Context: an optimization exercise on an open-source flow, tuned for small area, a short achievable clock period and few clock cycles per item. The choices shown serve that exercise and are no tape-out recipe. RTL that was checked went through simulation tests only; none was proved equivalent to the original. No functional check of the RTL was part of runs 1 to 3. In every run shown here, the design's own scripts or RTL, not TritonCTS, make the clock network. The flow treats the clock pin as an ideal source. Dropping or thinning the clock tree relies on that and would not hold on a real chip. No activity file was given, so power comes from the tool's default toggle rates.

$ cat design/flow/flow/run.sh
#!/bin/bash
# Own layout flow: the standard flow (standard.sh) with
#  - port buffers of a fast cell instead of the default pick,
set -euo pipefail
W=$(pwd)
F=$W/flow
source $F/knobs.sh
export BUFFER_PORTS_ARGS="-buffer_cell $PORT_BUF"
export PRE_CTS_TCL=$F/pre_cts.tcl
export POST_CTS_TCL=$F/post_cts.tcl
export MYTREE_DIR=$F MYTREE_NLEAF MYTREE_NROOT MYTREE_LEAF MYTREE_ROOT
export SETUP_EXTRA_MARGIN
bash standard.sh > $W/standard_flow.log 2>&1
$ cat design/flow/flow/knobs.sh
PORT_BUF=sky130_fd_sc_hd__buf_4
MYTREE_NLEAF=40
MYTREE_NROOT=4
MYTREE_LEAF=sky130_fd_sc_hd__clkbuf_16
MYTREE_ROOT=sky130_fd_sc_hd__clkbuf_16
SETUP_EXTRA_MARGIN=7.8
$ cat design/flow/flow/mytree.tcl
# Two-level clock tree built by hand: the clock port drives NROOT root
# buffers, each drives the leaf buffers of its part of the die, and each leaf
# buffer drives the flip-flops of one cluster (k-means on their positions).
proc mytree_build {nleaf nroot leafcell rootcell} {
  set db [ord::get_db]
  set block [ord::get_db_block]
  set clknet [$block findNet clk]
  set sinks {}
  set xs {}
  set ys {}
  foreach it [$clknet getITerms] {
    set inst [$it getInst]
    set b [$inst getBBox]
    lappend sinks $it
    lappend xs [expr {([$b xMin] + [$b xMax]) / 2.0}]
    lappend ys [expr {([$b yMin] + [$b yMax]) / 2.0}]
  }
  set n [llength $sinks]
  puts "mytree: $n sinks"
  # k-means, seeded by a grid over the sinks' bounding box
  set x0 [tcl::mathfunc::min {*}$xs]; set x1 [tcl::mathfunc::max {*}$xs]
  set y0 [tcl::mathfunc::min {*}$ys]; set y1 [tcl::mathfunc::max {*}$ys]
  set g [expr {int(ceil(sqrt($nleaf)))}]
  set cx {}; set cy {}
  for {set i 0} {$i < $nleaf} {incr i} {
    set gx [expr {$i % $g}]; set gy [expr {$i / $g}]
    lappend cx [expr {$x0 + ($gx + 0.5) * ($x1 - $x0) / $g}]
    lappend cy [expr {$y0 + ($gy + 0.5) * ($y1 - $y0) / ceil(double($nleaf) / $g)}]
  }
  set cap [expr {int(ceil(1.15 * $n / $nleaf))}]
  for {set iter 0} {$iter < 30} {incr iter} {
    # assign, with a cap on cluster size: sinks in order of distance
    set cand {}
    for {set s 0} {$s < $n} {incr s} {
      set sx [lindex $xs $s]; set sy [lindex $ys $s]
      for {set k 0} {$k < $nleaf} {incr k} {
        set d [expr {abs($sx - [lindex $cx $k]) + abs($sy - [lindex $cy $k])}]
        lappend cand [list $d $s $k]
      }
    }
    set cand [lsort -real -index 0 $cand]
    set asg [lrepeat $n -1]
    set cnt [lrepeat $nleaf 0]
    set left $n
    foreach c $cand {
      lassign $c d s k
      if {[lindex $asg $s] >= 0} continue
      if {[lindex $cnt $k] >= $cap} continue
      lset asg $s $k
      lset cnt $k [expr {[lindex $cnt $k] + 1}]
      incr left -1
      if {$left == 0} break
    }
    set sx [lrepeat $nleaf 0.0]; set sy [lrepeat $nleaf 0.0]
    for {set s 0} {$s < $n} {incr s} {
      set k [lindex $asg $s]
      lset sx $k [expr {[lindex $sx $k] + [lindex $xs $s]}]
      lset sy $k [expr {[lindex $sy $k] + [lindex $ys $s]}]
    }
    set moved 0
    for {set k 0} {$k < $nleaf} {incr k} {
      set c [lindex $cnt $k]
      if {$c == 0} continue
      set nx [expr {[lindex $sx $k] / $c}]; set ny [expr {[lindex $sy $k] / $c}]
      set moved [expr {$moved + abs($nx - [lindex $cx $k]) + abs($ny - [lindex $cy $k])}]
      lset cx $k $nx; lset cy $k $ny
    }
    if {$moved < 1000} break
  }
  puts "mytree: k-means done after $iter iterations, cluster sizes $cnt"
  # roots: split leaves into nroot groups by angle around the die center
  set die [$block getDieArea]
  set mx [expr {([$die xMin] + [$die xMax]) / 2.0}]
  set my [expr {([$die yMin] + [$die yMax]) / 2.0}]
  set lm [$db findMaster $leafcell]
  set rm [$db findMaster $rootcell]
  set lw [$lm getWidth]; set lh [$lm getHeight]
  set rw [$rm getWidth]; set rh [$rm getHeight]
  set order {}
  for {set k 0} {$k < $nleaf} {incr k} {
    if {[lindex $cnt $k] == 0} continue
    lappend order [list [expr {atan2([lindex $cy $k] - $my, [lindex $cx $k] - $mx)}] $k]
  }
  set order [lsort -real -index 0 $order]
  set nl [llength $order]
  set leafbuf {}
  for {set k 0} {$k < $nleaf} {incr k} {
    if {[lindex $cnt $k] == 0} { lappend leafbuf {}; continue }
    set inst [odb::dbInst_create $block $lm "mytree_leaf_$k"]
    $inst setLocation [expr {int([lindex $cx $k] - $lw / 2)}] [expr {int([lindex $cy $k] - $lh / 2)}]
    $inst setPlacementStatus PLACED
    set net [odb::dbNet_create $block "mytree_leafnet_$k"]
    $net setSigType CLOCK
    [$inst findITerm X] connect $net
    lappend leafbuf $inst
  }
  for {set s 0} {$s < $n} {incr s} {
    set it [lindex $sinks $s]
    set k [lindex $asg $s]
    $it disconnect
    $it connect [[[lindex $leafbuf $k] findITerm X] getNet]
  }
  for {set r 0} {$r < $nroot} {incr r} {
    set lo [expr {$r * $nl / $nroot}]; set hi [expr {($r + 1) * $nl / $nroot}]
    set ax 0.0; set ay 0.0
    for {set j $lo} {$j < $hi} {incr j} {
      set k [lindex $order $j 1]
      set ax [expr {$ax + [lindex $cx $k]}]; set ay [expr {$ay + [lindex $cy $k]}]
    }
    set ax [expr {$ax / ($hi - $lo)}]; set ay [expr {$ay / ($hi - $lo)}]
    set inst [odb::dbInst_create $block $rm "mytree_root_$r"]
    $inst setLocation [expr {int($ax - $rw / 2)}] [expr {int($ay - $rh / 2)}]
    $inst setPlacementStatus PLACED
    [$inst findITerm A] connect $clknet
    set net [odb::dbNet_create $block "mytree_rootnet_$r"]
    $net setSigType CLOCK
    [$inst findITerm X] connect $net
    for {set j $lo} {$j < $hi} {incr j} {
      set k [lindex $order $j 1]
      [[lindex $leafbuf $k] findITerm A] connect $net
    }
    puts "mytree: root $r drives [expr {$hi - $lo}] leaves"
  }
  $clknet setSigType CLOCK
}
$ cat design/flow/flow/post_cts.tcl
# Extra setup repair after CTS: aim for slack well beyond the 10 ns clock.
estimate_parasitics -placement
repair_timing -setup -setup_margin $::env(SETUP_EXTRA_MARGIN) -repair_tns 100 -verbose
detailed_placement
check_placement -verbose
report_worst_slack -max
$ cat design/flow/flow/pre_cts.tcl
# Build the clock tree by hand (see mytree.tcl) and turn the ORFS call of
# clock_tree_synthesis into a no-op; the rest of the CTS step (legalisation,
# timing repair) runs as usual.
source $::env(MYTREE_DIR)/mytree.tcl
mytree_build $::env(MYTREE_NLEAF) $::env(MYTREE_NROOT) $::env(MYTREE_LEAF) $::env(MYTREE_ROOT)
rename clock_tree_synthesis orfs_clock_tree_synthesis
proc clock_tree_synthesis {args} { puts "clock tree built by mytree.tcl" }
$ cat design/flow/standard.sh
#!/bin/bash
# synth_recipe.tcl (not shown) runs the flow's synth.tcl, then flattens the netlist and writes it again
# the make line also repeats each setting of config.mk as NAME=value (left out here)
make -C /OpenROAD-flow-scripts/flow DESIGN_CONFIG=/design/flow/config.mk WORK_HOME=/design/flow/orfs CLKGATE_MAP_FILE= SYNTH_SCRIPT=/design/flow/synth_recipe.tcl "${@:-finish}"
$ cat design/flow/config.mk
export PLATFORM = sky130hd
export DESIGN_NAME = xt1_c1_enc
export DESIGN_NICKNAME = xt1_c1_enc
export VERILOG_FILES = /design/flow/design.v
export SDC_FILE = /design/flow/constraint.sdc
export NUM_CORES = 4
export LEC_CHECK = 0
export CAP_MARGIN = 20
export CORE_MARGIN = 2
export CORE_UTILIZATION = 55
export PLACE_DENSITY = 0.65
export SLEW_MARGIN = 20
$ cat design/flow/constraint.sdc
create_clock -name core_clock -period 10.0 [get_ports {clk}]
set_input_delay 2.0000 -clock core_clock [delete_from_list [all_inputs] [get_ports {clk}]]
set_output_delay 2.0000 -clock core_clock [all_outputs]
set_load 0.01 [all_outputs]
$ cat design/flow/design.v
module xt1_c1_enc (
  input  wire       clk,
  input  wire       rst,         
  input  wire       in_valid,
  output wire       in_ready,
  input  wire [7:0] in_data,     
  output reg        out_valid,
  output reg  [7:0] out_data     
);
  reg  [4:0] phase;              
  reg  [9:0] cnt;                
  reg        rdy;                
  reg        clr_rev;            
  reg        sh_rev;             
  reg        oact;               
  reg  [1:0] orev;               
  assign in_ready = rdy;
  wire acc    = in_valid && rdy;
  wire ph_end = (phase == 5'd31);
  wire last   = ph_end && (cnt[9:5] == 5'd31);
  always @(posedge clk) begin
    if (rst) begin
      phase   <= 5'd0;
      cnt     <= 10'd0;
      rdy     <= 1'b1;
      clr_rev <= 1'b1;
      sh_rev  <= 1'b0;
      oact    <= 1'b0;
      orev    <= 2'd0;
    end else begin
      phase <= phase + 5'd1;
      if (acc) begin
        cnt <= cnt + 10'd1;
        rdy <= !last;
      end else begin
        rdy <= (phase + 5'd1 == cnt[4:0]) && (!oact || (orev == 2'd3 && ph_end));
      end
      if (ph_end) begin
        clr_rev <= oact && (orev == 2'd3);
        sh_rev  <= acc && (cnt[9:5] != 5'd31);
      end
      if (acc && last) begin
        oact <= 1'b1;
        orev <= 2'd0;
      end else if (oact && ph_end) begin
        orev <= orev + 2'd1;
        if (orev == 2'd3)
          oact <= 1'b0;
      end
    end
  end
  wire [7:0] gd = acc ? in_data : 8'd0;
  reg  [255:0] x0, x1, x2, x3;
  function [7:0] rot;
    input [7:0] s0, b1, b2;
    input integer d;
    reg [23:0] w;
    begin
      w   = {s0, b1, b2};
      rot = w[16 - d +: 8];
    end
  endfunction
  reg [7:0] p1_1, p1_2, p1_3, p2_3;
  always @(posedge clk) begin
    p1_1 <= x1[7:0];
    p1_2 <= x2[7:0];
    p1_3 <= x3[7:0];
    p2_3 <= p1_3;
  end
  wire ph0  = (phase == 5'd0);
  wire ph01 = (phase[4:1] == 4'd0);
  wire [7:0] b1_1 = ph0  ? x1[255:248] : p1_1;
  wire [7:0] b1_2 = ph0  ? x2[255:248] : p1_2;
  wire [7:0] b1_3 = ph0  ? x3[255:248] : p1_3;
  wire [7:0] b2_3 = ph01 ? x3[247:240] : p2_3;
  wire [7:0] w0 = clr_rev ? 8'd0 : x0[7:0];
  wire [7:0] w1 = clr_rev ? 8'd0 : sh_rev ? rot(x1[7:0], b1_1, 8'd0, 2)  : x1[7:0];
  wire [7:0] w2 = clr_rev ? 8'd0 : sh_rev ? rot(x2[7:0], b1_2, 8'd0, 6)  : x2[7:0];
  wire [7:0] w3 = clr_rev ? 8'd0 : sh_rev ? rot(x3[7:0], b1_3, b2_3, 14) : x3[7:0];
  always @(posedge clk) begin
    x0 <= {w0 ^ gd, x0[255:8]};
    x1 <= {w1 ^ gd, x1[255:8]};
    x2 <= {w2 ^ gd, x2[255:8]};
    x3 <= {w3 ^ gd, x3[255:8]};
  end
  reg [8:0] pp;                  
  reg [7:0] l0, l1, l3;
  integer   b;
  always @* begin
    for (b = 0; b < 9; b = b + 1)
      pp[b] = x0[b] ^ x1[(b + 63) % 256] ^ x2[(b + 189) % 256] ^ x3[(b + 185) % 256];
    for (b = 0; b < 8; b = b + 1) begin
      l0[b] = x0[b];
      l1[b] = x1[(b + 63) % 256];
      l3[b] = x3[(b + 185) % 256];
    end
  end
  always @(posedge clk) begin
    if (rst)
      out_valid <= 1'b0;
    else
      out_valid <= oact;
    case (orev)
      2'd0: out_data <= pp[7:0];
      2'd1: out_data <= l0 ^ pp[8:1];
      2'd2: out_data <= l0 ^ l1 ^ pp[8:1];
      default: out_data <= l3 ^ pp[8:1];
    endcase
  end
endmodule
==> metrics.yaml, run 1 <==
max-slew-margin-rel: 0.539
fin_crit_ns: 2.89
ys.warnings.count: 1
path_cells: "buf_6"
pre_cts_ws_ns: 6.63
worstSetupEndpoint: "out_data[4]"
status: "timing/DRC/antenna clean"
vias_per_cell: 4.36
diodes: 0
setup_viol: 0
dieArea_mm2: 0.0446
routed_wirelength_um: 27600
io_pins: 21
syn2layout_area_growth_pct: 8.89
finalSetupTns_ns: 0
yosys.area.top_type: "dfxtp_1"
grt_overflow: 0
start_util: 0.560
die_y_um: 211
syn_avg_cell_area_um2: 17.0
grt_pass1_wl_um: 43700
reg2regPathDepth: 6
critPathTopFamily: "flip-flops"
synth_seq_area_share: 0.913
synth_top_flop_cell: "dfxtp_1"
antenna_left: 0
required_ns: 8.00
fin_skew_ns: 0.0302
swShare: 0.187
p_clk_frac: 0.280
gp_congestion: 0.848
cts.clk_slew.worst_paths_ns: 0.10
syn_inst: 1390
grt_pass1_vias: 8378
rows: 75
layout.cells.non_filler: 1982
portBuffers: 20
grt_usage: 0.124
wl_per_cell_um: 13.9
cellLeakagePower_nw: 10.2
drtIter0Drc: 478
coreArea_mm2: 0.0421
path_max_fanout: 1
ys_async_sr_fraction: 0
worst-path-stages: 1
grt_setup_unrepaired: "no"
hold_ws_ns: 0.297
power_mw: 6.74
synth_mux_area_frac: 0.00424
worstMarginPinSlew_ns: 0.687
vias: 8636
syn_nets: 1409
fmaxAchievable_mhz: 346
cp_slowest_cell: "dfxtp_2"
pwr-share-comb: 0.020
nNetsFinal: 1464
synth_edf_count: 0
utilization: 0.610
dpl_cell_area_mm2: 0.0243
maxCapViolations: 0
n_fill_cell: 3088
synth.distinct_cells: 37
route.detailed.drc: 0
die_w_um: 211
setup_slack_ns: 7.11
slew_violations: 0
vdd_drop_max_uv: 211
synth_compound_area_frac: 0.0127
critPathKind: "reg2out"
antenna_found_initial: 1
ys_ff_latch: 1076
r2r_end: "x2[248]"
grt_max_degree: 41
cp-startpoint: "out_data[4]"
reg2reg_slack_ns: 7.87
hold_viol: 0
power_frac_seq: 0.700
multi_input_area_mm2: 0.00202
synth_top_area_share: 0.913
synthAdderAreaFrac: 0.00424
crit_path_max_incr_delay_ns: 0.38
p_int_mw: 5.48
min_path_type: "reg2reg"
power_density_mw_per_mm2: 263
timing.rr.start: "phase[0]"
dr.pass1.iters: 4
syn_area_mm2: 0.0236
dpl.cell_count: 1929
fin_crit_sh: 0.289
final_area_mm2: 0.0257
synthTopCellsByArea: "dfxtp_1 (91%), xnor2_1 (2.6%), nand2_1 (0.91%)"
p_sw_mw: 1.26
synth_top_family_by_area: "XOR/XNOR gates"
synthXorXnorAreaFrac: 0.0312
startpoint_type: "flip-flop"
hpwlAfterDp_um: 17200
insertion_delay_ns: 0.40
cp.arrival_ns: 0.89
regArea_mm2: 0.0216
cp-end-kind: "primary output"
yosys.area_share.simple: 0.0298
cp_num_buf_inv: 1
drive_gt1_frac: 0.0700
## synthesized netlist by cell type (2+ instances only)
library cell  number
nor2_1            39
nand2_1           57
nand2b_1           7
buf_2              4
xor2_1            15
inv_1              4
xnor2_1           69
nand3_1           10
a21oi_1            2
nand4_1            5
mux2i_1           10
a31oi_1            2
nor3_1             4
o21ai_0            9
clkbuf_1          15
dfxtp_1         1076
a311oi_1          15
o211ai_1           7
and2_1             2
ha_1               8
nor2b_1           14
## routing by layer
metal	part of all wire	track usage	wire length [um]	vias up
met3	0.046	0.0180	1270	55
met1	0.52	0.191	14500	4026
met4	0.027	0.0294	736	0
li1	-	-	-	4431
met2	0.40	0.186	11200	124
met5	0	0	0	-
## final cells by class
type,instances,share of cell area
tap,539,0.0263
inverter,4,0.000585
multi-input combinational,290,0.0786
sequential,1076,0.839
buffer,44,0.0429
timing repair buffer,29,0.0125
## worst min-delay path by stage
stage	cells past startpoint	end	from	slack, ns
final	0	x3[229]	x3[237]	0.30
after global routing	0	x3[229]	x3[237]	0.30
after detailed placement	0	x1[232]	x1[240]	0.31
after global placement	0	x1[220]	x1[228]	0.31
after floorplan	0	p2_3[2]	p1_3[2]	0.31
## power groups by stage
stage,clock network [mW],registers (mW),logic [mW]
finish,1.89,4.72,0.138
global route,2.10,4.75,0.152
detailed placement,0,4.82,0.121
global placement,0,4.81,0.118
floorplan,0,4.77,0.0776
## sequential cells by signal, indices dropped and copies added (netlist names), 2 cells and up
signal,cells
cnt,10
p1_2,6
phase,5
x0,256
p2_3,6
x2,256
p1_3,8
x3,256
p1_1,2
orev,2
out_data,8
x1,256
## cell families after synthesis
kind of cell,after synthesis
xor gates and xnor gates,84
muxes,10
AOI/OAI and AO/OA,40
buffers and inverters,25
adders and majority gates,8
DFF,1076
and+or+nand+nor,147
## cells in the final DEF (no fill, tap or decap), types with 2 or more instances in the layout
master     netlist  layout
dfxtp_1       1076    1068
xnor2_1         69      68
nand2_1         57      49
clkbuf_16        0      45
nor2_1          39      37
xor2_1          15      15
a311oi_1        15      15
nor2b_1         14      13
buf_4            0      13
nand3_1         10      10
mux2i_1         10      10
buf_6            1      10
o21ai_0          9       9
nand2b_1         7       7
o211ai_1         7       7
ha_1             8       7
dfxtp_2          0       7
nand4_1          5       5
inv_1            4       4
nand2_2          0       4
nand2_4          0       4
nor3_1           4       3
buf_8            0       3
and2_4           0       2
nor2_2           0       2
a21oi_1          2       2
a31oi_1          2       2
buf_12           0       2
==> run 2: changes to the inputs <==
==> design/flow/flow/knobs.sh (replaced) <==
PORT_BUF=sky130_fd_sc_hd__buf_4
MYTREE_NLEAF=40
MYTREE_NROOT=4
MYTREE_LEAF=sky130_fd_sc_hd__clkbuf_16
MYTREE_ROOT=sky130_fd_sc_hd__clkbuf_16
SETUP_EXTRA_MARGIN=7.3
==> design/flow/flow/outflops.tcl (new file) <==
# Put the flip-flop that drives each output port's buffer right beside that
# buffer, so that the clock-to-output path has no long wire; detailed
# placement legalises them afterwards.
proc place_out_flops {} {
  set block [ord::get_db_block]
  foreach bt [$block getBTerms] {
    if {[$bt getIoType] ne "OUTPUT"} continue
    set buf ""
    foreach it [[$bt getNet] getITerms] {
      if {[[$it getMTerm] getIoType] eq "OUTPUT"} { set buf [$it getInst] }
    }
    if {$buf eq ""} continue
    set ff ""
    set n2 [[$buf findITerm A] getNet]
    if {$n2 eq "NULL" || $n2 eq ""} continue
    foreach it [$n2 getITerms] {
      if {[[$it getMTerm] getIoType] eq "OUTPUT"} { set ff [$it getInst] }
    }
    if {$ff eq ""} continue
    if {![string match "*df*" [[$ff getMaster] getName]]} continue
    set bb [$buf getBBox]
    set w [[$ff getMaster] getWidth]
    set die [$block getDieArea]
    set cx [expr {([$die xMin] + [$die xMax]) / 2}]
    if {[$bb xMin] > $cx} {
      set x [expr {[$bb xMin] - $w}]
    } else {
      set x [$bb xMax]
    }
    $ff setLocation $x [$bb yMin]
    puts "outflops: [$ff getName] beside [$buf getName] for [$bt getName]"
  }
}
--- a/design/flow/flow/pre_cts.tcl
+++ b/design/flow/flow/pre_cts.tcl
@@ -2,4 +2,6 @@
 # clock_tree_synthesis into a no-op; the rest of the CTS step (legalisation,
 # timing repair) runs as usual.
+source $::env(MYTREE_DIR)/outflops.tcl
+place_out_flops
 source $::env(MYTREE_DIR)/mytree.tcl
 mytree_build $::env(MYTREE_NLEAF) $::env(MYTREE_NROOT) $::env(MYTREE_LEAF) $::env(MYTREE_ROOT)
--- a/design/flow/config.mk
+++ b/design/flow/config.mk
@@ -8,5 +8,5 @@
 export CAP_MARGIN = 20
 export CORE_MARGIN = 2
-export CORE_UTILIZATION = 55
-export PLACE_DENSITY = 0.65
+export CORE_UTILIZATION = 65
+export PLACE_DENSITY = 0.75
 export SLEW_MARGIN = 20
==> run 2 against run 1 <==
Effect of this change: via count increased by 0.30%; critical path type unchanged; flip-flop and latch count unchanged; cell count decreased by 4.2%; maximum frequency decreased by 3.1%; highest routed layer unchanged; synthesized area unchanged; clock power about the same.
==> metrics.yaml, run 2 <==
final_area_mm2: 0.0255
synthTopCellsByArea: "dfxtp_1 (91%), xnor2_1 (2.6%), nand2_1 (0.91%)"
setup_viol: 0
hold_viol: 0
critPathKind: "reg2out"
fin_crit_sh: 0.298
cp_slowest_cell: "dfxtp_1"
cp.arrival_ns: 0.98
cts.clk_slew.worst_paths_ns: 0.09
syn_nets: 1409
synth_most_common_cell: "dfxtp_1"
syn_avg_cell_area_um2: 17.0
max-slew-margin-rel: 0.518
drive_gt1_frac: 0.0605
dr.pass1.iters: 4
cellLeakagePower_nw: 10.2
antenna_left: 0
insertion_delay_ns: 0.40
cp_num_buf_inv: 1
setup_slack_ns: 7.02
ys.warnings.count: 1
ys_async_sr_fraction: 0
die_y_um: 194
antenna_found_initial: 0
grt_pass1_vias: 8574
layout_common_cells: "dfxtp_1 (1075), xnor2_1 (68), nand2_1 (50), clkbuf_16 (44), nor2_1 (37)"
vias_per_cell: 4.56
grt_usage: 0.153
grt_pass1_wl_um: 45600
synth_seq_area_share: 0.913
dpl_cell_area_mm2: 0.0242
dieArea_mm2: 0.0378
synth.distinct_cells: 37
path_max_fanout: 5
worstMarginPinSlew_ns: 0.719
finalSetupTns_ns: 0
grt_setup_unrepaired: "no"
portBuffers: 20
vdd_drop_max_uv: 221
fmaxAchievable_mhz: 335
io_pins: 21
final_common_cell: "dfxtp_1"
min_path_type: "reg2reg"
syn_inst: 1390
grt_max_degree: 41
routed_wirelength_um: 29500
pre_cts_ws_ns: 6.61
wl_per_cell_um: 15.5
rows: 69
power_density_mw_per_mm2: 265
startpoint_type: "flip-flop"
vias: 8662
layout.cells.non_filler: 1899
synth_top_area_share: 0.913
crit_path_max_incr_delay_ns: 0.43
dpl.cell_count: 1851
yosys.area.top_type: "dfxtp_1"
syn_area_mm2: 0.0236
maxCapViolations: 0
syn2layout_area_growth_pct: 7.91
start_util: 0.662
yosys-top-cells-count: "dfxtp_1 (1076), xnor2_1 (69), nand2_1 (57), nor2_1 (39)"
drtIter0Drc: 502
synth_edf_count: 0
critPathTopFamily: "flip-flops"
gp_congestion: 0.833
nNetsFinal: 1458
grt_overflow: 0
hpwlAfterDp_um: 17800
required_ns: 8.00
ys_ff_latch: 1076
synth_top_flop_cell: "dfxtp_1"
die_w_um: 194
slew_violations: 0
status: "timing/DRC/antenna clean"
path_cells: "buf_4"
route.detailed.drc: 0
fin_skew_ns: 0.0232
n_fill_cell: 2182
coreArea_mm2: 0.0357
cp-end-kind: "primary output"
fin_crit_ns: 2.98
[run 2: cell counts after synthesis]
Identical to the previous run, type by type.
[run 2: area by class of cell]
type                       instances  area [um2]  share of cell area
antenna                            1        2.50           0.0000983
sequential                      1076       21500               0.846
timing repair buffer              23         188             0.00737
multi-input combinational        290        2030              0.0796
tap                              461         577              0.0227
buffer                            44        1100              0.0433
inverter                           4        15.0            0.000590
[run 2: final timing paths]
kind,end,startpoint,cells past startpoint,slack [ns]
max,in_ready,rdy,1,7.02
min,x1[118],x1[126],0,0.31
max reg2reg,out_data[4],orev[0],6,7.36
min reg2reg,x1[118],x1[126],0,0.31
[run 2: stage by stage]
step	hold slack, ns	util	total power [mW]
2_1_floorplan	0.310	-	4.85
3_3_place_gp	0.310	0.680	4.93
3_5_place_dp	0.312	0.680	4.94
5_1_grt	0.317	0.714	6.97
6_report	0.312	0.714	6.75
[run 2: cells by family after synthesis]
kind of cell	count (synthesis)	share of synthesized area
compound gates	40	0.0127
xor+xnor	84	0.0312
fa+ha+maj	8	0.00424
buf+inv	25	0.00451
flops	1076	0.913
mux	10	0.00424
simple gates	147	0.0298
[run 2: per-layer routing]
metal  up-vias  track usage  share of wire
met5         -            0              0
met4         0       0.0433          0.030
met3        58       0.0167          0.035
met2        99        0.247           0.44
met1      4085        0.224           0.49
li1       4420            -              -
[run 2: power breakdown]
part	internal, mW	switching (mW)	total (mW)
Clock	0.792	1.10	1.89
Combinational	0.0612	0.0692	0.130
Sequential	4.62	0.106	4.72
[run 2: worst reg2reg max path, cell delays in order (launching register included)]
cell	delay, ns
dfxtp_1	0.38
inv_1	0.10
ha_1	0.72
nand2_1	0.46
o211ai_1	0.35
xnor2_1	0.10
o21ai_0	0.40
==> run 3: changes to the inputs <==
--- a/design/flow/config.mk
+++ b/design/flow/config.mk
@@ -8,5 +8,5 @@
 export CAP_MARGIN = 20
 export CORE_MARGIN = 2
-export CORE_UTILIZATION = 65
-export PLACE_DENSITY = 0.75
+export CORE_UTILIZATION = 55
+export PLACE_DENSITY = 0.65
 export SLEW_MARGIN = 20
==> run 3 against run 2 <==
Effect of this change: synthesized area unchanged; highest routed layer unchanged; sequential power about the same; largest cell class unchanged; largest power group unchanged; maximum frequency up 0.82%.
==> metrics.yaml, run 3 <==
status: "timing/DRC/antenna clean"
syn_area_mm2: 0.0236
critPathTopFamily: "flip-flops"
finalSetupTns_ns: 0
portBuffers: 20
setup_viol: 0
nNetsFinal: 1460
maxCapViolations: 0
path_cells: "buf_4"
vias_per_cell: 4.38
crit_path_max_incr_delay_ns: 0.42
syn_avg_cell_area_um2: 17.0
regArea_mm2: 0.0215
hpwlAfterDp_um: 17200
fin_crit_sh: 0.296
synth_edf_count: 0
grt_pass1_vias: 8381
pre_cts_ws_ns: 6.63
syn2layout_area_growth_pct: 8.34
cp_slowest_cell: "dfxtp_1"
diodes: 0
grt_overflow: 0
synthTopCellsByArea: "dfxtp_1 (91%), xnor2_1 (2.6%), nand2_1 (0.91%)"
die_w_um: 211
vias: 8659
pwr-share-comb: 0.019
layout_common_cells: "dfxtp_1 (1075), xnor2_1 (68), nand2_1 (48), clkbuf_16 (44), nor2_1 (38)"
path_max_fanout: 5
critPathKind: "reg2out"
power_frac_seq: 0.701
drtIter0Drc: 481
dieArea_mm2: 0.0446
synth.distinct_cells: 37
cts.clk_slew.worst_paths_ns: 0.10
cellLeakagePower_nw: 10.2
syn_nets: 1409
antenna_left: 0
rows: 75
ys_ff_latch: 1076
swShare: 0.187
p_clk_frac: 0.280
grt_max_degree: 41
cp-end-kind: "primary output"
p_sw_mw: 1.26
final_common_cell: "dfxtp_1"
n_fill_cell: 3121
grt_setup_unrepaired: "no"
yosys-top-cells-count: "dfxtp_1 (1076), xnor2_1 (69), nand2_1 (57), nor2_1 (39)"
dpl.cell_count: 1929
synth_top_area_share: 0.913
worstMarginPinSlew_ns: 0.753
synth_seq_area_share: 0.913
cp.arrival_ns: 0.96
required_ns: 8.00
grt_usage: 0.124
min_path_type: "reg2reg"
yosys.area.top_type: "dfxtp_1"
start_util: 0.560
p_int_mw: 5.47
startpoint_type: "flip-flop"
cp_num_buf_inv: 1
route.detailed.drc: 0
io_pins: 21
fin_skew_ns: 0.0366
gp_congestion: 0.848
routed_wirelength_um: 27700
slew_violations: 0
layout.cells.non_filler: 1978
ys_async_sr_fraction: 0
fin_crit_ns: 2.96
hold_viol: 0
grt_pass1_wl_um: 43800
max-slew-margin-rel: 0.495
antenna_found_initial: 1
vdd_drop_max_uv: 235
multi_input_area_mm2: 0.00202
die_y_um: 211
insertion_delay_ns: 0.40
drive_gt1_frac: 0.0612
coreArea_mm2: 0.0421
syn_inst: 1390
synth_most_common_cell: "dfxtp_1"
dr.pass1.iters: 4
power_density_mw_per_mm2: 263
wl_per_cell_um: 14.0
synth_top_flop_cell: "dfxtp_1"
ys.warnings.count: 1
setup_slack_ns: 7.04
fmaxAchievable_mhz: 338
run 3: cell type report:
cell class | count | share of cell area
flip-flops and latches | 1076 | 0.843
multi-input cells | 290 | 0.0790
plain buffers | 44 | 0.0431
well taps | 539 | 0.0264
repair buffers | 25 | 0.00793
inverters | 4 | 0.000588
run 3: path summary, 6_finish.rpt:
kind,start,end,slack (ns),cells after the start
hold reg to reg,x3[237],x3[229],0.31,0
setup / recovery,rdy,in_ready,7.04,1
setup reg to reg,orev[0],out_data[4],7.43,6
hold / removal,x3[237],x3[229],0.31,0
run 3: logic make-up (layout without fill, tap and decap cells):
kind of cell,after synthesis,count (layout),share of synthesized area
AOI/OAI and AO/OA,40,40,0.0127
xor gates and xnor gates,84,84,0.0312
adders and majority gates,8,8,0.00424
buffers and inverters,25,73,0.00451
DFF,1076,1076,0.913
muxes,10,10,0.00424
and+or+nand+nor,147,148,0.0298
run 3: stage by stage:
stage	cell area (um2)	utilization	total power, mW	hold slack, ns
after floorplan	23600	-	4.85	0.310
after global placement	24300	0.577	4.93	0.310
after detailed placement	24300	0.577	4.94	0.312
after global routing	25600	0.606	7.00	0.312
final	25600	0.606	6.73	0.309
run 3: power by group through the flow:
stage | registers [mW] | logic [mW] | clock network, mW
after global routing | 4.75 | 0.144 | 2.10
after detailed placement | 4.82 | 0.121 | 0
after global placement | 4.81 | 0.118 | 0
final | 4.71 | 0.130 | 1.89
after floorplan | 4.77 | 0.0776 | 0
run 3: per-layer routing:
metal,vias up,global-route usage,share of wire
met2,130,0.188,0.41
met5,-,0,0
met4,0,0.0284,0.025
li1,4417,-,-
met1,4066,0.188,0.51
met3,46,0.0207,0.055
==> run 4: changes to the inputs <==
--- a/design/flow/design.v
+++ b/design/flow/design.v
@@ -11,4 +11,5 @@
   reg  [9:0] cnt;                
   reg        rdy;                
+  reg        rdy_n;              
   reg        clr_rev;            
   reg        sh_rev;             
@@ -16,5 +17,5 @@
   reg  [1:0] orev;               
   assign in_ready = rdy;
-  wire acc    = in_valid && rdy;
+  wire acc    = in_valid && !rdy_n;
   wire ph_end = (phase == 5'd31);
   wire last   = ph_end && (cnt[9:5] == 5'd31);
@@ -24,4 +25,5 @@
       cnt     <= 10'd0;
       rdy     <= 1'b1;
+      rdy_n   <= 1'b0;
       clr_rev <= 1'b1;
       sh_rev  <= 1'b0;
@@ -31,8 +33,10 @@
       phase <= phase + 5'd1;
       if (acc) begin
-        cnt <= cnt + 10'd1;
-        rdy <= !last;
+        cnt   <= cnt + 10'd1;
+        rdy   <= !last;
+        rdy_n <= last;
       end else begin
-        rdy <= (phase + 5'd1 == cnt[4:0]) && (!oact || (orev == 2'd3 && ph_end));
+        rdy   <= (phase + 5'd1 == cnt[4:0]) && (!oact || (orev == 2'd3 && ph_end));
+        rdy_n <= !((phase + 5'd1 == cnt[4:0]) && (!oact || (orev == 2'd3 && ph_end)));
       end
       if (ph_end) begin
==> run 4 against run 3 <==
Effect of this change: still clean on timing, DRC and antenna; utilization up 0.16 points; cell area up 0.27%; clock power about the same; sequential share of layout area down 0.15 points; critical path type unchanged; largest cell class unchanged.
==> metrics.yaml, run 4 <==
coreArea_mm2: 0.0421
finalSetupTns_ns: 0
synth_most_common_cell: "dfxtp_1"
die_w_um: 211
dieArea_mm2: 0.0446
path_max_fanout: 1
power_mw: 6.73
synth_top_flop_cell: "dfxtp_1"
yosys.area.top_type: "dfxtp_1"
cp-startpoint: "out_data[0]"
grt_pass1_vias: 8208
rows: 75
hpwlAfterDp_um: 17000
yosys-top-cells-count: "dfxtp_1 (1077), xnor2_1 (70), nand2_1 (58), nor2_1 (38)"
dr.pass1.iters: 4
syn_nets: 1413
final_common_cell: "dfxtp_1"
vdd_drop_max_uv: 228
ys.warnings.count: 1
dpl_cell_area_mm2: 0.0244
crit_path_max_incr_delay_ns: 0.31
final_area_mm2: 0.0256
cp.arrival_ns: 0.84
fin_crit_ns: 2.84
regArea_mm2: 0.0216
cp-end-kind: "primary output"
syn2layout_area_growth_pct: 8.45
antenna_found_initial: 2
path_cells: "buf_4"
cts.clk_slew.worst_paths_ns: 0.10
synth.distinct_cells: 39
multi_input_area_mm2: 0.00204
fmaxAchievable_mhz: 352
vias: 8750
startpoint_type: "flip-flop"
status: "timing/DRC/antenna clean"
synth_edf_count: 0
drive_gt1_frac: 0.0623
grt_setup_unrepaired: "no"
insertion_delay_ns: 0.40
syn_inst: 1394
vias_per_cell: 4.41
required_ns: 8.00
grtUsageMet1: 0.191
io_pins: 21
min_path_type: "reg2reg"
fin_crit_sh: 0.284
start_util: 0.561
syn_avg_cell_area_um2: 16.9
wl_per_cell_um: 14.1
ys_async_sr_fraction: 0
slew_violations: 0
syn_area_mm2: 0.0236
gp_congestion: 0.801
hold_viol: 0
critPathKind: "reg2out"
cellLeakagePower_nw: 10.2
timing.rr.start: "orev[0]"
max-slew-margin-rel: 0.491
die_y_um: 211
grt_overflow: 0
maxCapViolations: 0
routed_wirelength_um: 28000
fin_skew_ns: 0.0266
critPathTopFamily: "flip-flops"
route.detailed.drc: 0
antenna_left: 0
n_fill_cell: 3077
grt_pass1_wl_um: 43900
synth_top_area_share: 0.913
use_met2: 0.188
layout_common_cells: "dfxtp_1 (1076), xnor2_1 (69), nand2_1 (50), clkbuf_16 (44), nor2_1 (38)"
cp_slowest_cell: "dfxtp_1"
gr-usage-met3: 0.0174
portBuffers: 20
ys_ff_latch: 1077
hold_ws_ns: 0.306
cp_num_buf_inv: 1
worstHoldStart: "x1[31]"
synth_seq_area_share: 0.913
grt_usage: 0.125
power_density_mw_per_mm2: 263
grt_busiest_layer: "met1"
grt_max_degree: 34
worstMarginPinSlew_ns: 0.762
synthTopCellsByArea: "dfxtp_1 (91%), xnor2_1 (2.6%), nand2_1 (0.92%)"
nNetsFinal: 1465
setup_viol: 0
drtIter0Drc: 437
-- run 4: cell types whose count changed after synthesis, moves of 2 or more --
cell | before | now
nand4_1 | 5 | 3
and3_1 | 1 | 4
a31oi_1 | 2 | 0
inv_1 | 4 | 6
-- run 4: area by class of cell --
type | count | share of cell area
Multi-Input combinational cell | 291 | 0.0795
Buffer | 44 | 0.0430
Inverter | 6 | 0.000879
Timing Repair Buffer | 26 | 0.00869
Tap cell | 539 | 0.0263
Sequential cell | 1077 | 0.842
Antenna cell | 1 | 0.0000977
-- run 4: path summary, 6_finish.rpt --
path | cells past startpoint | slack [ns] | end
hold / removal | 0 | 0.31 | x1[23]
setup reg to reg | 6 | 7.55 | out_data[3]
hold reg to reg | 0 | 0.31 | x1[23]
setup / recovery | 1 | 7.16 | out_data[0]
-- run 4: routing by layer --
metal  vias up  part of all wire
met2       123              0.41
li1       4441                 -
met1      4141              0.51
met3        45             0.052
met5         -                 0
met4         0             0.027
-- run 4: cell families (layout without fill, tap and decap cells) --
kind of cell / count (synthesis) / after routing / synth area share
compound gates: 39 / 39 / 0.0127
other cells: 0 / 1 / 0
fa+ha+maj: 8 / 8 / 0.00424
buf+inv: 26 / 76 / 0.00466
mux: 9 / 9 / 0.00381
flops: 1077 / 1077 / 0.913
simple gates: 151 / 151 / 0.0309
xor+xnor: 84 / 84 / 0.0311
-- run 4: per-stage QoR --
step	instances	worst slack (ns)	utilization
after floorplan	1394	7.07	-
after global placement	1935	7.05	0.579
after detailed placement	1935	6.99	0.579
after global routing	1983	7.11	0.608
final	1984	7.16	0.608
-- run 4: power breakdown --
group          switching [mW]  internal, mW
Clock                    1.09         0.792
Sequential             0.0977          4.62
Combinational          0.0702        0.0634
-- run 4: worst reg2reg max path: stages (launching register included) --
cell	delay (ns)
dfxtp_1	0.36
inv_1	0.09
ha_1	0.71
nand2_1	0.45
o211ai_1	0.38
xnor2_1	0.09
o21ai_0	0.27
Testbench counts of run 4, summed over its fixed seeds: cycles 55,296, codewords 48.
==> run 5: changes to the inputs <==
==> design/flow/flow/knobs.sh (replaced) <==
PORT_BUF=sky130_fd_sc_hd__buf_8
MYTREE_NLEAF=40
MYTREE_NROOT=4
MYTREE_LEAF=sky130_fd_sc_hd__clkbuf_16
MYTREE_ROOT=sky130_fd_sc_hd__buf_16
SETUP_EXTRA_MARGIN=7.3
==> run 5 against run 4 <==
Effect of this change: still clean on timing, DRC and antenna; synthesized area is the same; clock power is essentially flat; synthesized cell count is the same; first-iteration DRC count grew 12%; cell area grew 0.44%; sequential share of layout area shrank 0.37 points; combinational power grew 7%; critical path type unchanged; largest power group unchanged; highest routed layer unchanged.
==> metrics.yaml, run 5 <==
dpl_cell_area_mm2: 0.0245
antenna_left: 0
power_mw: 6.78
die_y_um: 211
coreArea_mm2: 0.0421
antenna_found_initial: 1
dieArea_mm2: 0.0446
yosys.area.top_type: "dfxtp_1"
wl_per_cell_um: 14.2
syn_area_mm2: 0.0236
cp.arrival_ns: 0.84
syn2layout_area_growth_pct: 8.93
grt_usage: 0.126
dr.pass1.iters: 4
synth_most_common_cell: "dfxtp_1"
fmaxAchievable_mhz: 352
path_max_fanout: 1
fin_skew_ns: 0.0312
yosys-top-cells-count: "dfxtp_1 (1077), xnor2_1 (70), nand2_1 (58), nor2_1 (38)"
vdd_drop_max_uv: 219
nNetsFinal: 1464
synth.distinct_cells: 39
ys.warnings.count: 1
status: "timing/DRC/antenna clean"
hold_viol: 0
rows: 75
top_layer_used: "met4"
wl_met1_um: 14300
portBuffers: 20
max-slew-margin-rel: 0.557
power_density_mw_per_mm2: 263
die_w_um: 211
startpoint_type: "flip-flop"
slew_violations: 0
final_area_mm2: 0.0257
routed_wirelength_um: 28200
grt_pass1_wl_um: 44300
critPathTopFamily: "flip-flops"
start_util: 0.561
worstMarginPinSlew_ns: 0.661
gp_congestion: 0.815
fin_crit_ns: 2.84
synth_top_flop_cell: "dfxtp_1"
setup_viol: 0
cp_num_buf_inv: 1
final_common_cell: "dfxtp_1"
cp-end-kind: "primary output"
io_pins: 21
grt_pass1_vias: 8333
ys_ff_latch: 1077
layout_common_cells: "dfxtp_1 (1076), xnor2_1 (70), nand2_1 (50), clkbuf_16 (40), nor2_1 (38)"
synthTopCellsByArea: "dfxtp_1 (91%), xnor2_1 (2.6%), nand2_1 (0.92%)"
hpwlAfterDp_um: 17400
wl_met2_um: 11400
required_ns: 8.00
vias: 8608
grt_max_degree: 41
synth_top_area_share: 0.913
vias_per_cell: 4.34
syn_inst: 1394
route.detailed.drc: 0
cellLeakagePower_nw: 10.2
synth_edf_count: 0
drtIter0Drc: 489
met3_wirelength_um: 1470
grt_overflow: 0
syn_avg_cell_area_um2: 16.9
maxCapViolations: 0
cp_slowest_cell: "dfxtp_1"
insertion_delay_ns: 0.38
min_path_type: "reg2reg"
crit_path_max_incr_delay_ns: 0.37
cts.clk_slew.worst_paths_ns: 0.10
path_cells: "buf_8"
finalSetupTns_ns: 0
grt_setup_unrepaired: "no"
ys_async_sr_fraction: 0
synth_seq_area_share: 0.913
fin_crit_sh: 0.284
drive_gt1_frac: 0.0624
critPathKind: "reg2out"
syn_nets: 1413
[run 5: cell counts after synthesis]
No cell type changed its count.
[run 5: final cells by class]
cell class | instances | area [um2]
Timing Repair Buffer | 25 | 342
Tap cell | 539 | 674
Antenna cell | 1 | 2.50
Multi-Input combinational cell | 291 | 2020
Buffer | 44 | 1110
Sequential cell | 1077 | 21600
Inverter | 6 | 22.5
Fill cell | 3074 | 16400
[run 5: stage by stage]
stage | hold slack [ns] | utilization | instances | setup WS, ns
after detailed placement | 0.312 | 0.582 | 1935 | 7.06
after global routing | 0.323 | 0.611 | 1982 | 7.12
final | 0.313 | 0.611 | 1983 | 7.16
after global placement | 0.310 | 0.582 | 1935 | 7.08
after floorplan | 0.310 | - | 1394 | 7.07
[run 5: path summary, 6_finish.rpt]
| kind | start | to | slack, ns | depth (start not counted) |
|---|---|---|---|---|
| worst max register to register | orev[0] | out_data[4] | 7.57 | 6 |
| worst min-delay path | x3[228] | x3[220] | 0.31 | 0 |
| worst max-delay path | out_data[5] | out_data[5] | 7.16 | 1 |
| worst min register to register | x3[228] | x3[220] | 0.31 | 0 |
[run 5: power by group]
group | internal, mW | total, mW | switching (mW)
registers | 4.62 | 4.72 | 0.103
clock network | 0.809 | 1.91 | 1.10
logic | 0.0762 | 0.144 | 0.0677
total | 5.50 | 6.78 | 1.27
[run 5: logic make-up (layout without fill, tap and decap cells)]
| kind of cell | count (synthesis) | after routing | synth area share |
|---|---|---|---|
| compound gates | 39 | 39 | 0.0127 |
| xor+xnor | 84 | 84 | 0.0311 |
| fa+ha+maj | 8 | 8 | 0.00424 |
| buf+inv | 26 | 75 | 0.00466 |
| flops | 1077 | 1077 | 0.913 |
| mux | 9 | 9 | 0.00381 |
| other cells | 0 | 1 | 0 |
| simple gates | 151 | 151 | 0.0309 |
[run 5: per-layer routing]
layer | vias to the layer above | GRT usage
met2 | 112 | 0.189
met3 | 54 | 0.0186
met1 | 4007 | 0.190
li1 | 4435 | -
met5 | - | 0
met4 | 0 | 0.0393
==> run 6: changes to the inputs <==
==> design/flow/flow/knobs.sh (replaced) <==
PORT_BUF=sky130_fd_sc_hd__buf_4
MYTREE_NLEAF=40
MYTREE_NROOT=4
MYTREE_LEAF=sky130_fd_sc_hd__clkbuf_16
MYTREE_ROOT=sky130_fd_sc_hd__buf_16
SETUP_EXTRA_MARGIN=7.3
--- a/design/flow/config.mk
+++ b/design/flow/config.mk
@@ -6,4 +6,5 @@
 export NUM_CORES = 4
 export LEC_CHECK = 0
+export ABC_AREA = 1
 export CAP_MARGIN = 20
 export CORE_MARGIN = 2
==> run 6 against run 5 <==
Effect of this change: routed wire length is 5.3% higher; die area is 0.87% higher; critical path type unchanged; sequential power is 1% lower.
==> metrics.yaml, run 6 <==
synth_top_flop_cell: "dfxtp_1"
fin_crit_ns: 2.82
cp_num_buf_inv: 1
io_pins: 21
synth_edf_count: 0
cp-startpoint: "out_data[5]"
max-slew-margin-rel: 0.349
wl_per_cell_um: 13.6
power_density_mw_per_mm2: 259
status: "timing/DRC/antenna clean"
finalSetupTns_ns: 0
p_sw_mw: 1.25
synth_most_common_cell: "dfxtp_1"
coreArea_mm2: 0.0429
ys.warnings.count: 1
dr.pass1.iters: 4
synth_top_area_share: 0.905
worst-path-stages: 1
vdd_drop_max_uv: 203
n_fill_cell: 3247
r2r_end: "out_data[4]"
setup_viol: 0
cp_slowest_cell: "dfxtp_1"
slew_violations: 0
fin_skew_ns: 0.0333
yosys.area_share.simple: 0.0505
drtIter0Drc: 493
grt_setup_unrepaired: "no"
p_int_mw: 5.43
syn_avg_cell_area_um2: 15.5
pwr-share-comb: 0.016
regArea_mm2: 0.0216
die_w_um: 212
reg2reg_slack_ns: 7.80
grt_usage: 0.132
swShare: 0.187
cellLeakagePower_nw: 10.5
grt_pass1_wl_um: 46700
synthAdderAreaFrac: 0.00420
fmaxAchievable_mhz: 354
route.detailed.drc: 0
path_max_fanout: 1
grt_max_degree: 42
layout_common_cells: "dfxtp_1 (1077), nand2_1 (153), nand3_1 (52), nor2_1 (51), inv_1 (45)"
startpoint_type: "flip-flop"
timing.rr.start: "orev[0]"
reg2regPathDepth: 9
die_y_um: 212
multi_input_area_mm2: 0.00202
syn2layout_area_growth_pct: 8.36
min_path_type: "reg2reg"
power_frac_seq: 0.699
required_ns: 8.00
synthXorXnorAreaFrac: 0.0195
gp_congestion: 0.803
vias: 9396
final_common_cell: "dfxtp_1"
dieArea_mm2: 0.0450
ys_ff_latch: 1077
portBuffers: 20
antenna_left: 0
hold_viol: 0
routed_wirelength_um: 29700
start_util: 0.556
synthTopCellsByArea: "dfxtp_1 (90%), nand2_1 (2.5%), xor2_1 (1.6%)"
insertion_delay_ns: 0.38
syn_nets: 1553
synth_seq_area_share: 0.905
grt_overflow: 0
grt_pass1_vias: 8957
worstSetupEndpoint: "out_data[5]"
hpwlAfterDp_um: 18700
power_mw: 6.68
cts.clk_slew.worst_paths_ns: 0.10
p_clk_frac: 0.286
fin_crit_sh: 0.282
synth_top_family_by_area: "simple AND/OR/NAND/NOR gates"
synth_compound_area_frac: 0.00971
rows: 76
synth_mux_area_frac: 0
cp.arrival_ns: 0.82
path_cells: "buf_4"
yosys.area.top_type: "dfxtp_1"
syn_area_mm2: 0.0238
hold_ws_ns: 0.311
syn_inst: 1534
worstMarginPinSlew_ns: 0.976
ys_async_sr_fraction: 0
hold_depth: 0
cp-end-kind: "primary output"
critPathTopFamily: "flip-flops"
vias_per_cell: 4.32
drive_gt1_frac: 0.0579
synth.distinct_cells: 29
worstHoldStart: "x1[99]"
antenna_found_initial: 0
nNetsFinal: 1609
maxCapViolations: 0
crit_path_max_incr_delay_ns: 0.31
critPathKind: "reg2out"
yosys-top-cells-count: "dfxtp_1 (1077), nand2_1 (157), nand3_1 (53), nor2_1 (51), inv_1 (47)"
run 6: kinds of logic (layout without fill, tap and decap cells):
family                   count (synthesis)  count (layout)
other                                    0               1
flip-flops                            1077            1077
AND/OR/NAND/NOR                        283             283
AO/OA/AOI/OAI                           45              45
XOR/XNOR                                53              53
buffers and inverters                   68             122
adder cells (fa/ha/maj)                  8               8
run 6: power groups by stage:
stage                     clock, mW  combinational, mW  sequential (mW)
after floorplan                   0             0.0651             4.73
after global placement            0             0.0995             4.76
after detailed placement          0              0.102             4.77
after global routing           2.12              0.117             4.70
final                          1.91              0.104             4.67
run 6: layout make-up:
type / count / share of cell area
flip-flops and latches: 1077 / 0.835
repair buffers: 25 / 0.00756
inverters: 52 / 0.00770
repair inverters: 1 / 0.000291
plain buffers: 44 / 0.0430
multi-input cells: 389 / 0.0782
diodes: 1 / 0.0000969
well taps: 585 / 0.0283
run 6: routing by layer:
| layer | global-route usage | up-vias | part of all wire |
|---|---|---|---|
| met5 | 0 | - | 0 |
| met4 | 0.0423 | 0 | 0.036 |
| met3 | 0.0164 | 81 | 0.045 |
| li1 | - | 4804 | - |
| met2 | 0.209 | 127 | 0.42 |
| met1 | 0.190 | 4384 | 0.50 |
run 6: how the worst min path moves through the flow:
stage / slack, ns / end
global placement: 0.31 / x1[116]
global route: 0.32 / x0[229]
floorplan: 0.31 / p2_3[2]
detailed placement: 0.31 / x1[228]
finish: 0.31 / x1[91]
run 6: metrics by stage:
step / utilization / setup WS [ns] / cells / instance area [um2]
2_1_floorplan: - / 7.16 / 1534 / 23800
3_3_place_gp: 0.575 / 6.65 / 2124 / 24600
3_5_place_dp: 0.575 / 6.63 / 2124 / 24600
5_1_grt: 0.602 / 7.13 / 2173 / 25800
6_report: 0.602 / 7.18 / 2174 / 25800
==> run 7: changes to the inputs <==
--- a/design/flow/config.mk
+++ b/design/flow/config.mk
@@ -6,5 +6,4 @@
 export NUM_CORES = 4
 export LEC_CHECK = 0
-export ABC_AREA = 1
 export CAP_MARGIN = 20
 export CORE_MARGIN = 2
==> run 7 against run 6 <==
Effect of this change: total power rose by 1.1%; via count shrank 7.2%; sequential share of layout area up 0.65 points; utilization grew 0.60 points; synthesized area down 0.88%; worst setup slack better by 0.0097 ns; highest routed layer unchanged.
==> metrics.yaml, run 7 <==
status: "timing/DRC/antenna clean"
grt_setup_unrepaired: "no"
grt_usage: 0.125
hold_viol: 0
cellLeakagePower_nw: 10.2
dr.pass1.iters: 4
synth_most_common_cell: "dfxtp_1"
setup_viol: 0
ys_ff_latch: 1077
grt_overflow: 0
coreArea_mm2: 0.0421
path_max_fanout: 1
fin_crit_ns: 2.81
critPathKind: "reg2out"
synth.distinct_cells: 39
synthTopCellsByArea: "dfxtp_1 (91%), xnor2_1 (2.6%), nand2_1 (0.92%)"
syn_area_mm2: 0.0236
rows: 75
power_density_mw_per_mm2: 263
yosys-top-cells-count: "dfxtp_1 (1077), xnor2_1 (70), nand2_1 (58), nor2_1 (38)"
drtIter0Drc: 459
setup_slack_ns: 7.19
hold_ws_ns: 0.310
insertion_delay_ns: 0.37
fin_skew_ns: 0.0289
grt_max_degree: 34
crit_path_max_incr_delay_ns: 0.31
cp.arrival_ns: 0.81
ys.warnings.count: 1
cp-end-kind: "primary output"
drive_gt1_frac: 0.0623
vias_per_cell: 4.40
reg2regPathDepth: 6
path_cells: "buf_4"
antenna_found_initial: 2
required_ns: 8.00
hpwlAfterDp_um: 17000
final_common_cell: "dfxtp_1"
grt_pass1_vias: 8201
grt_pass1_wl_um: 43900
vias: 8720
vdd_drop_max_uv: 230
syn_inst: 1394
dpl_cell_area_mm2: 0.0244
nNetsFinal: 1465
fmaxAchievable_mhz: 356
hold_depth: 0
maxCapViolations: 0
layout_common_cells: "dfxtp_1 (1076), xnor2_1 (69), nand2_1 (50), clkbuf_16 (40), nor2_1 (38)"
synth_top_area_share: 0.913
antenna_left: 0
syn_nets: 1413
syn_avg_cell_area_um2: 16.9
utilization: 0.608
synth_top_flop_cell: "dfxtp_1"
pre_cts_ws_ns: 6.99
die_y_um: 211
cts.clk_slew.worst_paths_ns: 0.10
yosys.area.top_type: "dfxtp_1"
final_area_mm2: 0.0256
wl_per_cell_um: 14.1
die_w_um: 211
diodes: 0
max-slew-margin-rel: 0.494
routed_wirelength_um: 28000
start_util: 0.561
finalSetupTns_ns: 0
dieArea_mm2: 0.0446
ys_async_sr_fraction: 0
gp_congestion: 0.801
worst-path-stages: 1
synth_edf_count: 0
cp_num_buf_inv: 1
power_mw: 6.75
route.detailed.drc: 0
syn2layout_area_growth_pct: 8.48
layout.cells.non_filler: 1983
startpoint_type: "flip-flop"
portBuffers: 20
io_pins: 21
critPathTopFamily: "flip-flops"
slew_violations: 0
synth_seq_area_share: 0.913
cp_slowest_cell: "dfxtp_1"
min_path_type: "reg2reg"
dpl.cell_count: 1935
fin_crit_sh: 0.281
worstMarginPinSlew_ns: 0.758
run 7: power breakdown:
part,switching [mW],internal (mW)
logic,0.0704,0.0634
registers,0.0977,4.62
clock network,1.09,0.809
total,1.26,5.49
run 7: logic make-up after synthesis:
group                    after synthesis  share of synthesized area
flip-flops                          1077                      0.913
AND/OR/NAND/NOR                      151                     0.0309
XOR/XNOR                              84                     0.0311
AO/OA/AOI/OAI                         39                     0.0127
buffers and inverters                 26                    0.00466
multiplexers                           9                    0.00381
adder cells (fa/ha/maj)                8                    0.00424
run 7: layer usage:
layer,track usage,up-vias,part of all wire
met5,0,-,0
met3,0.0180,48,0.052
li1,-,4437,-
met1,0.191,4116,0.51
met2,0.188,119,0.41
met4,0.0296,0,0.026
run 7: final cells by class:
cell class / instances / area (um2)
inverter: 6 / 22.5
timing repair buffer: 26 / 223
fill: 3072 / 16500
tap: 539 / 674
multi-input combinational: 291 / 2040
sequential: 1077 / 21600
buffer: 44 / 1110
run 7: final timing paths:
check | endpoint | from | slack [ns]
min reg2reg | x1[23] | x1[31] | 0.31
max reg2reg | out_data[3] | orev[0] | 7.58
min | x1[23] | x1[31] | 0.31
max | out_data[0] | out_data[0] | 7.19
==> run 8: changes to the inputs <==
--- a/design/flow/config.mk
+++ b/design/flow/config.mk
@@ -8,5 +8,5 @@
 export CAP_MARGIN = 20
 export CORE_MARGIN = 2
-export CORE_UTILIZATION = 55
-export PLACE_DENSITY = 0.65
+export CORE_UTILIZATION = 65
+export PLACE_DENSITY = 0.75
 export SLEW_MARGIN = 20
==> run 8 against run 7 <==
Effect of this change: die area down 15%; maximum frequency down 0.30%; clock skew up 0.0063 ns; routed wire length up 4.8%; combinational power about the same; cell area down 0.23%; synthesized cell count unchanged; synthesized area unchanged; worst hold slack better by 0.0011 ns; total power up 0.18%; worst setup slack worse by 0.0085 ns.
==> metrics.yaml, run 8 <==
status: "timing/DRC/antenna clean"
power_density_mw_per_mm2: 265
finalSetupTns_ns: 0
coreArea_mm2: 0.0357
vias: 8699
die_y_um: 195
routed_wirelength_um: 29300
setup_viol: 0
r2r_end: "out_data[3]"
pwr-share-comb: 0.020
drive_gt1_frac: 0.0649
power_frac_seq: 0.698
timing.rr.start: "orev[1]"
syn2layout_area_growth_pct: 8.22
cp_num_buf_inv: 1
route.detailed.drc: 0
required_ns: 8.00
vias_per_cell: 4.55
min_path_type: "reg2reg"
critPathKind: "reg2out"
hold_depth: 0
slew_violations: 0
path_cells: "buf_4"
yosys-top-cells-count: "dfxtp_1 (1077), xnor2_1 (70), nand2_1 (58), nor2_1 (38)"
startpoint_type: "flip-flop"
max-slew-margin-rel: 0.562
wl_per_cell_um: 15.4
portBuffers: 20
maxCapViolations: 0
synth.distinct_cells: 39
cellLeakagePower_nw: 10.2
fin_crit_sh: 0.282
syn_nets: 1413
gp_congestion: 0.792
reg2reg_slack_ns: 7.51
cp_slowest_cell: "dfxtp_1"
critPathTopFamily: "flip-flops"
hpwlAfterDp_um: 17800
ys.warnings.count: 1
path_max_fanout: 1
synth_edf_count: 0
final_common_cell: "dfxtp_1"
cts.clk_slew.worst_paths_ns: 0.10
nNetsFinal: 1469
utilization: 0.717
grt_overflow: 0
start_util: 0.663
drtIter0Drc: 391
dieArea_mm2: 0.0379
fin_crit_ns: 2.82
yosys.area.top_type: "dfxtp_1"
synth_top_flop_cell: "dfxtp_1"
swShare: 0.188
syn_avg_cell_area_um2: 16.9
grt_max_degree: 41
reg2regPathDepth: 6
vdd_drop_max_uv: 219
syn_area_mm2: 0.0236
syn_inst: 1394
fmaxAchievable_mhz: 355
hold_viol: 0
rows: 69
worst_hold_path.endpoint: "x2[60]"
p_clk_frac: 0.282
ys_ff_latch: 1077
synthTopCellsByArea: "dfxtp_1 (91%), xnor2_1 (2.6%), nand2_1 (0.92%)"
cp.arrival_ns: 0.82
ys_async_sr_fraction: 0
grt_pass1_wl_um: 45900
dr.pass1.iters: 4
insertion_delay_ns: 0.37
crit_path_max_incr_delay_ns: 0.34
worstMarginPinSlew_ns: 0.657
cp-end-kind: "primary output"
power_mw: 6.76
synth_seq_area_share: 0.913
p_sw_mw: 1.27
grt_usage: 0.155
antenna_left: 0
io_pins: 21
antenna_found_initial: 0
p_int_mw: 5.49
synth_top_area_share: 0.913
grt_setup_unrepaired: "no"
worstHoldStart: "x2[68]"
grt_pass1_vias: 8487
n_fill_cell: 2205
layout_common_cells: "dfxtp_1 (1076), xnor2_1 (69), nand2_1 (52), clkbuf_16 (40), nor2_1 (38)"
fin_skew_ns: 0.0352
synth_most_common_cell: "dfxtp_1"
die_w_um: 195
## run 8: cell counts after synthesis
No cell type changed its count.
## run 8: worst max path at each step
stage	start	endpoint	slack, ns	cells past startpoint
after floorplan	in_valid	x2[250]	7.07	5
after global placement	in_valid	cnt[4]	7.07	6
after detailed placement	in_valid	x1[252]	7.02	5
after global routing	out_data[4]	out_data[4]	7.15	1
final	out_data[4]	out_data[4]	7.18	1
## run 8: power by group through the flow
stage               combinational [mW]  clock, mW  sequential (mW)
floorplan                       0.0784          0             4.77
global placement                 0.120          0             4.81
detailed placement               0.124          0             4.82
global route                     0.145       2.10             4.76
finish                           0.133       1.91             4.72
## run 8: kinds of logic after synthesis
group	count (synthesis)	synth area share
flip-flops	1077	0.913
AND/OR/NAND/NOR	151	0.0309
adder cells (fa/ha/maj)	8	0.00424
multiplexers	9	0.00381
buffers and inverters	26	0.00466
AO/OA/AOI/OAI	39	0.0127
XOR/XNOR	84	0.0311
## run 8: final cells by class
class | count | area (um2) | share of cell area
sequential | 1077 | 21600 | 0.843
timing repair buffer | 30 | 236 | 0.00925
inverter | 6 | 22.5 | 0.000881
buffer | 44 | 1110 | 0.0435
multi-input combinational | 291 | 2060 | 0.0805
tap | 461 | 577 | 0.0226
antenna | 1 | 2.50 | 0.0000979
## run 8: per-stage QoR
stage,instances,area [um2],hold WS (ns),worst slack [ns]
2_1_floorplan,1394,23600,0.310,7.07
3_5_place_dp,1857,24300,0.312,7.02
3_3_place_gp,1857,24300,0.310,7.07
6_report,1910,25600,0.311,7.18
5_1_grt,1909,25600,0.313,7.15
## run 8: layer usage
metal,track usage,up-vias,wire length (um)
li1,-,4445,-
met1,0.230,4092,14500
met2,0.250,119,13100
met3,0.0206,43,1170
met4,0.0302,0,597
met5,0,-,0
## run 8: worst reg2reg max path, stage by stage, from the launching register on
cell and delay (ns):
dfxtp_1 0.40, inv_1 0.08, ha_1 0.70, nand2_1 0.42, o211ai_1 0.33, xnor2_1 0.11
o21ai_0 0.32
==> run 9: changes to the inputs <==
==> design/flow/flow/knobs.sh (replaced) <==
PORT_BUF=sky130_fd_sc_hd__buf_4
MYTREE_NLEAF=60
MYTREE_NROOT=4
MYTREE_LEAF=sky130_fd_sc_hd__clkbuf_8
MYTREE_ROOT=sky130_fd_sc_hd__buf_16
SETUP_EXTRA_MARGIN=7.3
==> run 9 against run 8 <==
Effect of this change: still clean; largest cell class unchanged; synthesized area unchanged; worst hold slack worse by 0.0064 ns; flip-flop and latch count did not move; sequential power about the same; die area did not move; sequential share of layout area rose by 0.59 points; register-to-register slack better by 0.02 ns; synthesized cell count unchanged; total power fell by 2.8%; via count up 0.97%; combinational power about the same; cell area is 0.70% lower.
==> metrics.yaml, run 9 <==
syn_area_mm2: 0.0236
io_pins: 21
synth.distinct_cells: 39
fmaxAchievable_mhz: 357
synth_most_common_cell: "dfxtp_1"
cts.clk_slew.worst_paths_ns: 0.10
maxCapViolations: 0
cp_slowest_cell: "dfxtp_1"
worstMarginPinSlew_ns: 0.655
critPathTopFamily: "flip-flops"
grt_usage: 0.150
vias: 8783
startpoint_type: "flip-flop"
hpwlAfterDp_um: 17800
syn_avg_cell_area_um2: 16.9
syn2layout_area_growth_pct: 7.47
cp_num_buf_inv: 1
insertion_delay_ns: 0.36
fin_skew_ns: 0.0299
path_cells: "buf_4"
fin_crit_sh: 0.280
wl_per_cell_um: 14.7
synth_seq_area_share: 0.913
power_mw: 6.57
n_fill_cell: 2240
max-slew-margin-rel: 0.563
setup_viol: 0
hold_viol: 0
gp_congestion: 0.792
power_frac_seq: 0.718
path_max_fanout: 1
status: "timing/DRC/antenna clean"
grt_pass1_wl_um: 44800
antenna_left: 0
cp-end-kind: "primary output"
die_y_um: 195
start_util: 0.663
p_clk_frac: 0.262
vias_per_cell: 4.55
swShare: 0.191
p_sw_mw: 1.26
portBuffers: 20
synth_edf_count: 0
ys_ff_latch: 1077
ys_async_sr_fraction: 0
finalSetupTns_ns: 0
syn_nets: 1413
vdd_drop_max_uv: 186
min_path_type: "reg2reg"
grt_setup_unrepaired: "no"
critPathKind: "reg2out"
grt_overflow: 0
grt_pass1_vias: 8600
cellLeakagePower_nw: 10.2
pre_cts_ws_ns: 7.02
coreArea_mm2: 0.0357
dieArea_mm2: 0.0379
setup_slack_ns: 7.20
synthTopCellsByArea: "dfxtp_1 (91%), xnor2_1 (2.6%), nand2_1 (0.92%)"
rows: 69
pwr-share-comb: 0.020
nNetsFinal: 1489
die_w_um: 195
ys.warnings.count: 1
fin_crit_ns: 2.80
p_int_mw: 5.31
routed_wirelength_um: 28400
grt_max_degree: 41
yosys-top-cells-count: "dfxtp_1 (1077), xnor2_1 (70), nand2_1 (58), nor2_1 (38)"
drive_gt1_frac: 0.0770
antenna_found_initial: 0
yosys.area.top_type: "dfxtp_1"
route.detailed.drc: 0
power_density_mw_per_mm2: 259
syn_inst: 1394
required_ns: 8.00
dr.pass1.iters: 4
synth_top_area_share: 0.913
utilization: 0.712
slew_violations: 0
drtIter0Drc: 330
final_common_cell: "dfxtp_1"
synth_top_flop_cell: "dfxtp_1"
crit_path_max_incr_delay_ns: 0.31
cp.arrival_ns: 0.80
layout_common_cells: "dfxtp_1 (1076), xnor2_1 (69), clkbuf_8 (60), nand2_1 (53), nor2_1 (38)"
-- run 9: cell counts after synthesis --
No cell type changed its count.
-- run 9: worst paths after layout --
path | from | endpoint | slack (ns) | cells after the start
worst max-delay path | out_data[7] | out_data[7] | 7.20 | 1
worst min-delay path | x2[219] | x2[211] | 0.30 | 0
worst max register to register | orev[1] | out_data[3] | 7.53 | 6
worst min register to register | x2[219] | x2[211] | 0.30 | 0
-- run 9: cell type report --
class | count | area, um2 | share of cell area
flip-flops and latches | 1077 | 21600 | 0.849
diodes | 1 | 2.50 | 0.0000986
plain buffers | 64 | 936 | 0.0369
inverters | 6 | 22.5 | 0.000887
repair buffers | 30 | 236 | 0.00931
well taps | 461 | 577 | 0.0227
multi-input cells | 291 | 2050 | 0.0809
-- run 9: per-stage QoR --
stage | cells | hold slack [ns] | instance area [um2]
floorplan | 1394 | 0.310 | 23600
global placement | 1857 | 0.310 | 24300
detailed placement | 1857 | 0.312 | 24300
global route | 1929 | 0.309 | 25400
finish | 1930 | 0.305 | 25400
-- run 9: metal layers --
metal	vias up	routed length, um	global-route usage
met5	-	0	0
met3	63	1180	0.0229
met2	133	12200	0.232
met4	0	747	0.0405
met1	4122	14300	0.224
li1	4465	-	-
-- run 9: power groups by stage --
| stage | clock network, mW | registers (mW) | logic [mW] |
|---|---|---|---|
| 6_report | 1.72 | 4.72 | 0.132 |
| 5_1_grt | 1.91 | 4.75 | 0.145 |
| 3_5_place_dp | 0 | 4.82 | 0.124 |
| 3_3_place_gp | 0 | 4.81 | 0.120 |
| 2_1_floorplan | 0 | 4.77 | 0.0784 |
-- run 9: kinds of logic after synthesis --
family,Yosys count,synth area share
and+or+nand+nor,151,0.0309
AOI/OAI and AO/OA,39,0.0127
DFF,1077,0.913
adders and majority gates,8,0.00424
buffers and inverters,26,0.00466
muxes,9,0.00381
xor gates and xnor gates,84,0.0311

[port drivers added, routing unchanged]
In the flow no input, the clock included, has a driving cell. The finished layouts below were timed again as built, in two steps.
Step 1 assumes that a clkbuf_16 drives the clock port and a buf_2 every other input.
Step 2 moves the port delays by t, midway between the first and last clock arrival at a register: inputs arrive t later, outputs are due t later. That takes back most of the time a late clock gives input paths.
Three values: no drivers, after step 1, after step 2; two values: the first two.
run	shift t [ns]	setup slack, ns	latest minus earliest clock arrival (ns)	slew at the worst register clock pin (ns)	pins driven straight from the clock port
run 1	0.491	7.111 / 7.008 / 7.107	0.031 / 0.031	0.11 / 0.11	4
run 2	0.489	7.019 / 6.916 / 7.118	0.027 / 0.027	0.10 / 0.10	4
run 3	0.485	7.043 / 6.940 / 7.125	0.038 / 0.038	0.11 / 0.11	4
run 4	0.495	7.162 / 7.055 / 7.081	0.033 / 0.032	0.10 / 0.10	4
run 5	0.483	7.156 / 7.032 / 7.088	0.037 / 0.037	0.10 / 0.10	4
run 6	0.483	7.178 / 7.053 / 6.958	0.040 / 0.040	0.10 / 0.10	4
run 7	0.487	7.188 / 7.062 / 7.084	0.034 / 0.034	0.10 / 0.10	4
run 8	0.487	7.179 / 7.049 / 7.062	0.038 / 0.038	0.11 / 0.11	4
run 9	0.480	7.196 / 7.067 / 7.073	0.040 / 0.041	0.11 / 0.11	4
After both steps setup and hold are still met in every run listed. The setup slack of run 6, which loses most, moves by -0.125 ns with the drivers and by -0.220 ns with both steps.
